This is an optimization exercise on Yosys and OpenROAD, whose aim is a short achievable clock period and few clock cycles, not a production implementation. Where RTL was checked, it was by simulation tests only, not by an equivalence proof against the original. Power is estimated from default activity; no workload was simulated.

==> run a: inputs <==
==> flow/design.v (excerpt) <==
module weevil_core (
    input  wire        clk,
    input  wire        rst,
    input  wire [1:0]  core_id,
    output reg         mem_req,
    output reg         mem_we,
    output reg  [31:0] mem_addr,
    output reg  [3:0]  mem_be,
    output reg  [31:0] mem_wdata,
    input  wire        mem_ready,
    input  wire [31:0] mem_rdata,
    output reg         halted,
    output reg         fault
);
    localparam [3:0] XS_RUN = 4'd0, XS_MEM = 4'd1, XS_AMOR = 4'd2, XS_AMOC = 4'd3,
                     XS_AMOW = 4'd4, XS_MUL1 = 4'd5, XS_MUL2 = 4'd6, XS_DV1 = 4'd7,
                     XS_DV2 = 4'd8, XS_DVF = 4'd9, XS_STOP = 4'd10, XS_MUL3 = 4'd11,
                     XS_DV0 = 4'd12;
    localparam [7:0] C_ILLEGAL = 8'd1, C_MISALIGNED = 8'd2, C_TRAP = 8'd7, C_BREAK = 8'd8;
    reg [3:0]  xs;
    reg        cur_fetch;       
    reg [31:2] fpc;             
    reg [31:0] ir;
    reg        ir_v;
    reg [31:2] ir_pc;
    reg [15:1] ra_oh, rb_oh, rc_oh;    
    reg [31:0] rf [1:15];
    reg        st_ie, st_mode, st_exl, st_pie, st_pmode;
    reg        fl_v, fl_c, fl_z, fl_n;
    reg [31:0] cr_epc, cr_ecause, cr_eaddr, cr_vbase, cr_irq_mask, cr_scratch;
    wire [31:0] status = {fl_n, fl_z, fl_c, fl_v, 23'd0, st_pmode, st_pie, st_exl, st_mode, st_ie};
    wire [31:0] pc = {ir_pc, 2'b00};
    wire [1:0] fmt = ir[31:30];
    wire [5:0] r_fn    = ir[29:24];
    wire [3:0] r_rd    = ir[23:20];
    wire [3:0] r_rb    = ir[15:12];
    wire       r_s     = ir[11];
    wire [4:0] r_shamt = ir[10:6];
    wire [3:0]  i_fn  = ir[29:26];
    wire [3:0]  i_rd  = ir[25:22];
    wire [3:0]  i_ra  = ir[21:18];
    wire        i_s   = ir[17];
    wire [15:0] i_imm = ir[15:0];
    wire [2:0]  m_op    = ir[29:27];
    wire [1:0]  m_mode  = ir[26:25];
    wire [3:0]  m_rt    = ir[24:21];
    wire [3:0]  m_rb    = ir[20:17];
    wire [1:0]  m_scale = ir[12:11];
    wire [11:0] m_disp  = ir[11:0];
    wire [3:0] b_fn  = ir[29:26];
    wire [3:0] b_f1  = ir[25:22];
    wire [3:0] b_f2  = ir[21:18];
    wire [1:0] b_aop = ir[13:12];
    function [11:0] reg_idx(input [31:0] w);
        case (w[31:30])
            2'b00:   reg_idx = {w[19:16], w[15:12], 4'd0};
            2'b01:   reg_idx = {w[21:18], 4'd0, 4'd0};
            2'b10:   reg_idx = {w[20:17], w[16:13], w[24:21]};
  ...
Settings: LEC_CHECK=0, ABC_CLOCK_PERIOD_IN_PS=5000, CAP_MARGIN=30, CELL_PAD_IN_SITES_DETAIL_PLACEMENT=1, CORE_MARGIN=2, CORE_UTILIZATION=22, PLACE_DENSITY=0.35, SLEW_MARGIN=60; clock period 20.0 ns.
standard.sh (not shown) runs the stock make flow with config.mk's settings and CLKGATE_MAP_FILE= SYNTH_SCRIPT=/design/flow/synth_recipe.tcl, a recipe that flattens the netlist after the stock synthesis.
==> flow/flow/run.sh <==
#!/bin/bash
# Standard ORFS layout (the standard.sh, standard synthesis unchanged), with
# repair_timing asked for extra setup margin so that the resizer keeps
# optimising paths well below the 20 ns constraint. Clock, I/O delays and loads
# are the design's constraint.sdc as given.
set -euo pipefail
MARGIN=$(cat flow/margin.txt)
sed "s/\"\${@:-finish}\"/SETUP_SLACK_MARGIN=${MARGIN} \"\${@:-finish}\"/" standard.sh > tuned_standard.sh
grep -q "SETUP_SLACK_MARGIN=${MARGIN}" tuned_standard.sh
bash tuned_standard.sh finish > orfs_make.log 2>&1
==> flow/flow/margin.txt <==
13
==> run b (differences from run a) <==
--- a/flow/design.v
+++ b/flow/design.v
@@ -9,26 +9,25 @@
     output reg  [31:0] mem_wdata,
     input  wire        mem_ready,
     input  wire [31:0] mem_rdata,
     output reg         halted,
     output reg         fault
 );
     localparam [3:0] XS_RUN = 4'd0, XS_MEM = 4'd1, XS_AMOR = 4'd2, XS_AMOC = 4'd3,
                      XS_AMOW = 4'd4, XS_MUL1 = 4'd5, XS_MUL2 = 4'd6, XS_DV1 = 4'd7,
-                     XS_DV2 = 4'd8, XS_DVF = 4'd9, XS_STOP = 4'd10, XS_MUL3 = 4'd11,
-                     XS_DV0 = 4'd12;
+                     XS_DV2 = 4'd8, XS_DVF = 4'd9, XS_STOP = 4'd10;
     localparam [7:0] C_ILLEGAL = 8'd1, C_MISALIGNED = 8'd2, C_TRAP = 8'd7, C_BREAK = 8'd8;
     reg [3:0]  xs;
     reg        cur_fetch;       
     reg [31:2] fpc;             
     reg [31:0] ir;
     reg        ir_v;
     reg [31:2] ir_pc;
-    reg [15:1] ra_oh, rb_oh, rc_oh;    
+    reg [3:0]  ra_idx, rb_idx, rc_idx;
     reg [31:0] rf [1:15];
     reg        st_ie, st_mode, st_exl, st_pie, st_pmode;
     reg        fl_v, fl_c, fl_z, fl_n;
     reg [31:0] cr_epc, cr_ecause, cr_eaddr, cr_vbase, cr_irq_mask, cr_scratch;
     wire [31:0] status = {fl_n, fl_z, fl_c, fl_v, 23'd0, st_pmode, st_pie, st_exl, st_mode, st_ie};
     wire [31:0] pc = {ir_pc, 2'b00};
     wire [1:0] fmt = ir[31:30];
     wire [5:0] r_fn    = ir[29:24];
@@ -54,30 +53,19 @@
     function [11:0] reg_idx(input [31:0] w);
         case (w[31:30])
             2'b00:   reg_idx = {w[19:16], w[15:12], 4'd0};
             2'b01:   reg_idx = {w[21:18], 4'd0, 4'd0};
             2'b10:   reg_idx = {w[20:17], w[16:13], w[24:21]};
             default: reg_idx = {w[21:18], w[17:14], w[25:22]};
         endcase
     endfunction
-    function [15:1] onehot(input [3:0] x);
-        integer k;
-        for (k = 1; k < 16; k = k + 1) onehot[k] = (x == k[3:0]);
-    endfunction
-    reg [31:0] va, vb, vc;
-    integer rk;
-    always @(*) begin
-        va = 32'd0; vb = 32'd0; vc = 32'd0;
-        for (rk = 1; rk < 16; rk = rk + 1) begin
-            va = va | ({32{ra_oh[rk]}} & rf[rk]);
-            vb = vb | ({32{rb_oh[rk]}} & rf[rk]);
-            vc = vc | ({32{rc_oh[rk]}} & rf[rk]);
-        end
-    end
+    wire [31:0] va = (ra_idx == 4'd0) ? 32'd0 : rf[ra_idx];
+    wire [31:0] vb = (rb_idx == 4'd0) ? 32'd0 : rf[rb_idx];
+    wire [31:0] vc = (rc_idx == 4'd0) ? 32'd0 : rf[rc_idx];
     wire [31:0] imm_sx = {{16{i_imm[15]}}, i_imm};
     wire [31:0] imm_zx = {16'd0, i_imm};
     reg  [31:0] add_a, add_b;
     reg         add_cin;
     wire [32:0] add_sum = {1'b0, add_a} + {1'b0, add_b} + {32'd0, add_cin};
     wire        add_v   = (add_a[31] == add_b[31]) && (add_sum[31] != add_a[31]);
     wire [4:0]  sh_amt = r_fn[2] ? r_shamt : vb[4:0];
     wire [32:0] sll_w  = {1'b0, va} << sh_amt;
@@ -368,26 +356,25 @@
     reg [2:0]  ld_op;
     reg [1:0]  ld_lo;
     reg [3:0]  ld_rt;
     reg        ld_is;
     reg [1:0]  amo_op;
     reg [3:0]  amo_rd;
     reg [31:0] amo_data, amo_cmp, amo_old;
     reg [32:0] mul_a, mul_b;
-    reg [41:0] mul_q0, mul_q1, mul_q2, mul_q3;
     reg [49:0] mul_p0, mul_p1;
     reg        mul_hi;
     reg [3:0]  mul_rd;
     reg        mul_s;
     wire [65:0] mul_p = {{16{mul_p0[49]}}, mul_p0} + {mul_p1, 16'd0};
     wire [31:0] mul_res = mul_hi ? mul_p[63:32] : mul_p[31:0];
     reg [31:0] dv_rem, dv_d, dv_q;
     reg [4:0]  dv_cnt;
-    reg        dv_negq, dv_negr, dv_isq, dv_sa, dv_sb;
+    reg        dv_negq, dv_negr, dv_isq;
     reg [3:0]  dv_rd;
     reg        dv_s;
     wire [5:0] dv_clza = clz32(dv_rem);
     wire [5:0] dv_clzb = clz32(dv_d);
     wire [6:0] dv_k    = {1'b0, dv_clzb} - {1'b0, dv_clza};
     wire [32:0] dv_diff = {1'b0, dv_rem} - {1'b0, dv_d};
     wire [31:0] dv_qf  = dv_negq ? -dv_q : dv_q;
     wire [31:0] dv_rf  = dv_negr ? -dv_rem : dv_rem;
@@ -417,47 +404,46 @@
     always @(*) begin
         xs_n = xs;
         case (xs)
             XS_RUN: if (x_fault) xs_n = XS_STOP;
                     else if (x_ok) begin
                         if (is_mem)       xs_n = XS_MEM;
                         else if (is_amo)  xs_n = XS_AMOR;
                         else if (is_mul)  xs_n = XS_MUL1;
-                        else if (is_div)  xs_n = XS_DV0;
+                        else if (is_div)  xs_n = XS_DV1;
                         else if (is_wait) xs_n = XS_STOP;
                     end
             XS_MEM:  if (mem_ready) xs_n = XS_RUN;
-            XS_AMOR: if (mem_ready) xs_n = (amo_op == 2'd1) ? XS_AMOC : XS_AMOW;
+            XS_AMOR: if (mem_ready) xs_n = (amo_op == 2'd1) ? XS_AMOC :
+                                           amo_cas_fail ? XS_RUN : XS_AMOW;
             XS_AMOC: xs_n = XS_AMOW;
-            XS_AMOW: if (mem_ready || !mem_req) xs_n = XS_RUN;
+            XS_AMOW: if (mem_ready) xs_n = XS_RUN;
             XS_MUL1: xs_n = XS_MUL2;
-            XS_MUL2: xs_n = XS_MUL3;
-            XS_MUL3: xs_n = XS_RUN;
-            XS_DV0:  xs_n = XS_DV1;
+            XS_MUL2: xs_n = XS_RUN;
             XS_DV1:  xs_n = dv_k[6] ? XS_DVF : XS_DV2;
             XS_DV2:  if (dv_cnt == 5'd0) xs_n = XS_DVF;
             XS_DVF:  xs_n = XS_RUN;
             default: xs_n = XS_STOP;
         endcase
     end
     wire        ir_v_n = x_redir ? 1'b0 : f_ok ? 1'b1 : x_exec ? 1'b0 : ir_v;
     wire [31:2] fpc_n  = x_redir ? x_target[31:2] : f_ok ? fpc + 30'd1 : fpc;
-    wire        fetch_n = (xs_n == XS_RUN) || (!ir_v_n && (xs_n == XS_MUL1 || xs_n == XS_MUL2 || xs_n == XS_MUL3 || xs_n == XS_DV0 ||
+    wire        fetch_n = (xs_n == XS_RUN) || (!ir_v_n && (xs_n == XS_MUL1 || xs_n == XS_MUL2 ||
                            xs_n == XS_DV1 || xs_n == XS_DV2 || xs_n == XS_DVF));
     reg        rf_we;
     reg [3:0]  rf_wa;
     reg [31:0] rf_wd;
     always @(*) begin
         rf_we = 1'b0; rf_wa = wr_idx; rf_wd = wr_val;
         case (xs)
             XS_RUN:  rf_we = x_ok && wr_en;
             XS_MEM:  begin rf_we = mem_ready && ld_is; rf_wa = ld_rt; rf_wd = ld_val; end
             XS_AMOR: begin rf_we = mem_ready; rf_wa = amo_rd; rf_wd = mem_rdata; end
-            XS_MUL3: begin rf_we = 1'b1; rf_wa = mul_rd; rf_wd = mul_res; end
+            XS_MUL2: begin rf_we = 1'b1; rf_wa = mul_rd; rf_wd = mul_res; end
             XS_DVF:  begin rf_we = 1'b1; rf_wa = dv_rd; rf_wd = dv_res; end
             default: ;
         endcase
     end
     integer i;
     always @(posedge clk) begin
         if (rst) begin
             xs <= XS_RUN;
@@ -473,19 +459,17 @@
             cr_irq_mask <= 32'd0; cr_scratch <= 32'd0;
         end else begin
             xs   <= xs_n;
             ir_v <= ir_v_n;
             fpc  <= fpc_n;
             if (f_ok) begin
                 ir <= mem_rdata;
                 ir_pc <= mem_addr[31:2];
-                ra_oh <= onehot(reg_idx(mem_rdata) >> 8);
-                rb_oh <= onehot(reg_idx(mem_rdata) >> 4);
-                rc_oh <= onehot(reg_idx(mem_rdata));
+                {ra_idx, rb_idx, rc_idx} <= reg_idx(mem_rdata);
             end
             if (rf_we && rf_wa != 4'd0) rf[rf_wa] <= rf_wd;
             if (x_exc) begin
                 cr_epc    <= ex_epc;
                 cr_ecause <= {16'd0, ex_info, 4'd0, ex_cause};
                 cr_eaddr  <= ex_eaddr;
                 st_pie <= st_ie; st_pmode <= st_mode;
                 st_ie <= 1'b0; st_mode <= 1'b0; st_exl <= 1'b1;
@@ -517,39 +501,27 @@
                 ld_op <= m_op; ld_lo <= m_addr[1:0]; ld_rt <= m_rt; ld_is <= is_load;
                 amo_op <= b_aop; amo_rd <= b_f1; amo_data <= vb; amo_cmp <= vc;
                 mul_a <= {(r_fn == 6'h12) & va[31], va};
                 mul_b <= {(r_fn == 6'h12) & vb[31], vb};
                 mul_hi <= (r_fn != 6'h10); mul_rd <= r_rd; mul_s <= r_s;
                 dv_negq <= (r_fn == 6'h14) && (va[31] ^ vb[31]);
                 dv_negr <= (r_fn == 6'h16) && va[31];
                 dv_isq  <= (r_fn == 6'h13 || r_fn == 6'h14);
-                dv_sa   <= (r_fn == 6'h14 || r_fn == 6'h16) && va[31];
-                dv_sb   <= (r_fn == 6'h14 || r_fn == 6'h16) && vb[31];
-                dv_rem  <= va;
-                dv_d    <= vb;
+                dv_rem  <= ((r_fn == 6'h14 || r_fn == 6'h16) && va[31]) ? -va : va;
+                dv_d    <= ((r_fn == 6'h14 || r_fn == 6'h16) && vb[31]) ? -vb : vb;
                 dv_rd <= r_rd; dv_s <= r_s;
             end
             if (xs == XS_MUL1) begin
-                mul_q0 <= $signed(mul_a) * $signed({1'b0, mul_b[7:0]});
-                mul_q1 <= $signed(mul_a) * $signed({1'b0, mul_b[15:8]});
-                mul_q2 <= $signed(mul_a) * $signed({1'b0, mul_b[23:16]});
-                mul_q3 <= $signed(mul_a) * $signed(mul_b[32:24]);
-            end
-            if (xs == XS_MUL2) begin
-                mul_p0 <= {{8{mul_q0[41]}}, mul_q0} + {mul_q1, 8'd0};
-                mul_p1 <= {{8{mul_q2[41]}}, mul_q2} + {mul_q3, 8'd0};
+                mul_p0 <= $signed(mul_a) * $signed({1'b0, mul_b[15:0]});
+                mul_p1 <= $signed(mul_a) * $signed(mul_b[32:16]);
             end
-            if (xs == XS_MUL3 && mul_s) begin
+            if (xs == XS_MUL2 && mul_s) begin
                 fl_n <= mul_res[31]; fl_z <= (mul_res == 32'd0);
             end
-            if (xs == XS_DV0) begin
-                dv_rem <= dv_sa ? -dv_rem : dv_rem;
-                dv_d   <= dv_sb ? -dv_d : dv_d;
-            end
             if (xs == XS_DV1) begin
                 dv_q <= 32'd0;
                 dv_d <= dv_d << dv_k[4:0];
                 dv_cnt <= dv_k[4:0];
             end
             if (xs == XS_DV2) begin
                 if (!dv_diff[32]) begin
                     dv_rem <= dv_diff[31:0];
@@ -573,20 +545,20 @@
                 mem_we   <= is_mem && !is_load;
                 mem_be   <= 4'b1111;
                 mem_wdata <= vc;
                 if (is_mem && !is_load) case (m_op)
                     3'd5: begin mem_be <= 4'b0001 << m_addr[1:0]; mem_wdata <= {4{vc[7:0]}}; end
                     3'd6: begin mem_be <= m_addr[1] ? 4'b1100 : 4'b0011; mem_wdata <= {2{vc[15:0]}}; end
                     default: ;
                 endcase
-            end else if ((xs == XS_MEM || xs == XS_AMOR || xs == XS_AMOW) && xs_n == xs) begin
+            end else if ((xs == XS_MEM || xs == XS_AMOR || xs == XS_AMOW) && !mem_ready) begin
                 mem_req <= 1'b1;        
             end else if (xs == XS_AMOR && (xs_n == XS_AMOW)) begin
-                mem_req <= !amo_cas_fail; mem_we <= 1'b1;
+                mem_req <= 1'b1; mem_we <= 1'b1;
                 mem_wdata <= (amo_op == 2'd2) ? (mem_rdata | amo_data) : amo_data;
             end else if (xs == XS_AMOC) begin
                 mem_req <= 1'b1; mem_we <= 1'b1;
                 mem_wdata <= amo_old + amo_data;
             end else if (fetch_n) begin
                 mem_req <= 1'b1; cur_fetch <= 1'b1; mem_we <= 1'b0; mem_be <= 4'b1111;
                 mem_addr <= {fpc_n, 2'b00};
             end
==> flow/run.sh (new file) <==
#!/bin/bash
# synth_recipe.tcl (not shown) runs the flow's synth.tcl, then flattens the netlist and writes it again
# the make line also repeats each setting of config.mk as NAME=value (left out here)
make -C /OpenROAD-flow-scripts/flow DESIGN_CONFIG=/design/flow/config.mk WORK_HOME=/design/flow/orfs CLKGATE_MAP_FILE= SYNTH_SCRIPT=/design/flow/synth_recipe.tcl finish
- ABC_CLOCK_PERIOD_IN_PS: 5000 -> unset
- SLEW_MARGIN: 60 -> 30
removed: flow/flow/run.sh
removed: flow/flow/margin.txt
removed: flow/standard.sh
==> run summary <==
Placeable core region: run b 603000 µm²; run a 615000 µm²
Multi-input combinational cell count: run b 11032; run a 11717
Via count of the first global-routing pass: run b 124750; run a 131561
Post-Route M1 WL: run b 380000 µm; run a 364000 µm
GR met2 Demand/Resource: run b 0.415; run a 0.408
Clock share of power: run b 0.086; run a 0.179
Setup skew after layout: run b 150 ps; run a 160 ps
Result of the run: run b timing/DRC/antenna clean; run a timing/DRC/antenna clean
Overall die width: run b 782 µm; run a 789 µm
Fraction of final layout cells sized beyond drive strength 1: run b 0.115; run a 0.132
Fin cells: run b 22743; run a 23904
Arrival time of the worst setup path: run b 11570 ps; run a 8080 ps
Measured slew at the worst slew-check pin: run b 1230 ps; run a 777 ps
P_int: run b 15900 µW; run a 11000 µW
Worst min-delay path startpoint: run b mem_addr[13]; run a mul_q0[6]
Post-synthesis mux area share: run b 0.106; run a 0.0346
Wire length reported by the detailed router: run b 877000 µm; run a 880000 µm
Part of the cycle the worst path needs: run b 0.542; run a 0.359
Testbench counts of run b, summed over its fixed seeds: cycles 165,799.
No functional check of the RTL was part of run a.

static timing again, ports no longer ideal:
Ports are ideal in the flow. The routed layouts listed here were re-timed in OpenROAD. Step 1 (the two cells are an assumption about what drives the block):
set clk [get_ports {clk}]
set_driving_cell -lib_cell sky130_fd_sc_hd__clkbuf_16 $clk
set_driving_cell -lib_cell sky130_fd_sc_hd__buf_2 [delete_from_list [all_inputs] $clk]
Step 2 also shifts input and output timing later by t, the mid clock arrival at the registers, as if the neighbouring blocks saw the same clock. Three values: ideal ports, drivers, drivers and shift; two values: the first two.
run	shift t [ns]	slack for setup (ns)	worst setup path after step 2	cell pins on the clock port's net
run a	1.083	12.813 / 12.813 / 12.259	input to register	1
run b	1.055	9.159 / 9.159 / 9.159	register to register	1
After both steps setup and hold are still met in every run listed. The setup slack of run a, which loses most, moves by 0.000 ns with the drivers and by -0.554 ns with both steps.
